What follows belongs to an exercise in optimizing a design on an open flow for small area, a short achievable clock period and few clock cycles per item; a production flow would make more cautious choices.
Function was checked by simulation only, so behaviour that the tests miss may differ from the original.

// sha384_engine
module sha384_engine (
    input  wire          clk,
    input  wire          rst,           
    input  wire          msg_valid,
    output wire          msg_ready,
    input  wire          msg_first,     
    input  wire          msg_last,      
    input  wire [1023:0] msg_block,     
    output reg           digest_valid,
    output wire [383:0]  digest         
);
Size in the first run: roughly 13000 cells after synthesis, ~2100 flip-flops.
Settings: LEC_CHECK=0, CAP_MARGIN=20, CORE_MARGIN=2, CORE_UTILIZATION=40, PLACE_DENSITY=0.6, SLEW_MARGIN=20, SYNTH_MEMORY_MAX_BITS=8192; clock period 12.0 ns.
standard.sh (not shown) runs the stock make flow with config.mk's settings and CLKGATE_MAP_FILE= SYNTH_SCRIPT=/design/flow/synth_recipe.tcl, a recipe that flattens the netlist after the stock synthesis.
==> flow/flow/run.sh <==
#!/bin/bash
# The standard layout (standard synthesis, floorplan, place, CTS, route)
# with two changes to how the layout is made:
#  - ORFS's repair_timing is asked to leave 7.5 ns of setup slack at the
#    12 ns clock, so that it sizes and buffers the round's paths for a
#    shorter achieved period;
#  - the port buffers that global placement inserts are buf_1 cells.
# The SDC, the clock period and every other setting are the standard flow's own.
set -euo pipefail
bash standard.sh SETUP_SLACK_MARGIN=7.5 \
    "BUFFER_PORTS_ARGS=-buffer_cell sky130_fd_sc_hd__buf_1" finish > make_finish.log 2>&1
The baseline went through all stages and came out clean.
Testbench counts at the start, summed over its fixed seeds: cycles 132,008, blocks 1,650.
Edit:
==> flow/flow/run.sh (replaced) <==
#!/bin/bash
# The standard layout (standard synthesis, floorplan, place, CTS, route),
# with ORFS's repair_timing asked to leave 8.5 ns of setup slack at the 12 ns
# clock, so that it sizes and buffers the round's paths for a shorter
# achieved period. The SDC and every other setting are the standard flow's own.
set -euo pipefail
bash standard.sh SETUP_SLACK_MARGIN=8.5 finish > make_finish.log 2>&1
Settings changed: CORE_UTILIZATION 40 to 50, PLACE_DENSITY 0.6 to 0.7.
=> The changed run never finished: it broke off in global routing, error GRT-0232; synthesized area is unchanged; synthesized cell count is unchanged.
Edit:
==> flow/flow/run.sh (replaced) <==
#!/bin/bash
# The standard layout (standard synthesis, floorplan, place, CTS, route)
# with two changes to how the layout is made:
#  - ORFS's repair_timing is asked to leave 7.5 ns of setup slack at the
#    12 ns clock, so that it sizes and buffers the round's paths for a
#    shorter achieved period;
#  - the port buffers that global placement inserts are buf_1 cells.
# The SDC, the clock period and every other setting are the standard flow's own.
set -euo pipefail
bash standard.sh SETUP_SLACK_MARGIN=7.5 \
    "BUFFER_PORTS_ARGS=-buffer_cell sky130_fd_sc_hd__buf_1" finish > make_finish.log 2>&1
Settings changed: CORE_UTILIZATION 50 to 40, CTS_BUF_LIST set to sky130_fd_sc_hd__clkbuf_8, PLACE_DENSITY 0.7 to 0.6, TNS_END_PERCENT set to 5.
This time the run produced a clean layout.
Area after synthesis is unchanged.
Synthesized cell count does not change.
Edit:
==> flow/flow/run.sh (replaced) <==
#!/bin/bash
# The standard layout (standard synthesis, floorplan, place, CTS, route),
# with ORFS's repair_timing asked to leave 7.5 ns of setup slack at the 12 ns
# clock, so that it sizes and buffers the round's paths for a shorter
# achieved period. The SDC and every other setting are the standard flow's own.
set -euo pipefail
bash standard.sh SETUP_SLACK_MARGIN=7.5 finish > make_finish.log 2>&1
Settings changed: CTS_BUF_LIST sky130_fd_sc_hd__clkbuf_8 to unset, TNS_END_PERCENT 5 to unset.
Effect:
- The changed run finished with timing, DRC and antenna clean
- wire length rises by 1.5%
- non-clock buffer count rises by 212
- setup slack gets worse by 0.11 ns
- cell area rises by 11%
- synthesized area stays the same
- first-iteration DRC count hardly moves
- register-to-register slack gets worse by 0.11 ns
- die area stays the same
- clock skew falls by 0.0089 ns
- worst hold slack gets worse by 0.030 ns
Edit:
==> flow/flow/run.sh (replaced) <==
#!/bin/bash
# The standard layout (standard synthesis, floorplan, place, CTS, route)
# with two changes to how the layout is made:
#  - ORFS's repair_timing is asked to leave 7.5 ns of setup slack at the
#    12 ns clock, so that it sizes and buffers the round's paths for a
#    shorter achieved period;
#  - the port buffers that global placement inserts are buf_1 cells.
# The SDC, the clock period and every other setting are the standard flow's own.
set -euo pipefail
bash standard.sh SETUP_SLACK_MARGIN=7.5 \
    "BUFFER_PORTS_ARGS=-buffer_cell sky130_fd_sc_hd__buf_1" finish > make_finish.log 2>&1
Settings changed: CTS_BUF_LIST set to sky130_fd_sc_hd__clkbuf_8, TNS_END_PERCENT set to 1.
The changed run produced a clean layout.
Via count went down slightly.
Wire length went down by a few percent.
Clock skew increases by 0.061 ns.
Final cell count came out lower slightly.

* * *

== old ==
Starting RTL as in the previous note.
==> flow/design.v (excerpt) <==
module sha384_engine (
    input  wire          clk,
    input  wire          rst,           
    input  wire          msg_valid,
    output wire          msg_ready,
    input  wire          msg_first,     
    input  wire          msg_last,      
    input  wire [1023:0] msg_block,     
    output reg           digest_valid,
    output wire [383:0]  digest         
);
Settings: LEC_CHECK=0, CAP_MARGIN=20, CORE_MARGIN=2, CORE_UTILIZATION=40, CTS_BUF_LIST=sky130_fd_sc_hd__clkbuf_8, PLACE_DENSITY=0.6, SLEW_MARGIN=20, SYNTH_MEMORY_MAX_BITS=8192; clock period 12.0 ns.
==> flow/flow/run.sh <==
#!/bin/bash
# The standard layout (standard synthesis, floorplan, place, CTS, route)
# with two changes to how the layout is made:
#  - ORFS's repair_timing is asked to leave 7.5 ns of setup slack at the
#    12 ns clock, so that it sizes and buffers the round's paths for a
#    shorter achieved period;
#  - the port buffers that global placement inserts are buf_1 cells.
# The SDC, the clock period and every other setting are the standard flow's own.
set -euo pipefail
bash standard.sh SETUP_SLACK_MARGIN=7.5 \
    "BUFFER_PORTS_ARGS=-buffer_cell sky130_fd_sc_hd__buf_1" finish > make_finish.log 2>&1
old closes out successfully: all stages finished, all timing, DRC and antenna checks passed.
Testbench counts of old, summed over its fixed seeds: cycles 132,008, blocks 1,650.
Here is what was changed in the inputs of new compared with old.
- putting TNS_END_PERCENT at 0 where nothing was set
### Flow results
Against old, new reports a number of cells on the critical path that is higher. old was routed with more vias than new. old has a higher number of global-route vias before repair than new. For new, the startpoint of the most critical setup path was e[27], unlike old, where it was e[25]. new reports a lower relative slew slack than old does.

[afterwards: timing with drivers on the ports]
The results above use ideal ports. As a check the final layouts listed here were re-extracted and re-timed, cells and wires unchanged. Step 1 assumes that a clkbuf_16 drives the clock port and a buf_2 every other input. Step 2, shift: input delay + t, output delay - t, t = (earliest + latest rising clock arrival at the registers) / 2. This alone moves slack from input paths to output paths. Slacks: no drivers / after step 1 / after step 2; pairs: no drivers / after step 1.
run	shift t [ns]	slack for setup (ns)	hold slack, ns	latest minus earliest clock arrival (ns)	worst register clock-pin slew, ns
the first run of note 1	1.039	6.406 / 6.406 / 6.406	0.307 / 0.307 / 0.307	0.122 / 0.122	0.07 / 0.07
the third run of note 1	1.232	6.490 / 6.490 / 6.490	0.321 / 0.321 / 0.321	0.082 / 0.083	0.08 / 0.08
the fourth run of note 1	1.058	6.381 / 6.381 / 6.381	0.291 / 0.291 / 0.291	0.077 / 0.077	0.07 / 0.07
the fifth run of note 1	1.199	6.360 / 6.360 / 6.340	0.270 / 0.270 / 0.270	0.139 / 0.139	0.08 / 0.08
old	1.232	6.382 / 6.382 / 6.382	0.326 / 0.326 / 0.326	0.151 / 0.151	0.07 / 0.07
new	1.237	6.390 / 6.390 / 6.390	0.302 / 0.302 / 0.302	0.099 / 0.099	0.07 / 0.07
After both steps every run listed still meets setup and hold. For the fifth run of note 1, which loses most, drivers alone change the setup slack by 0.000 ns; drivers and shift together by -0.020 ns.
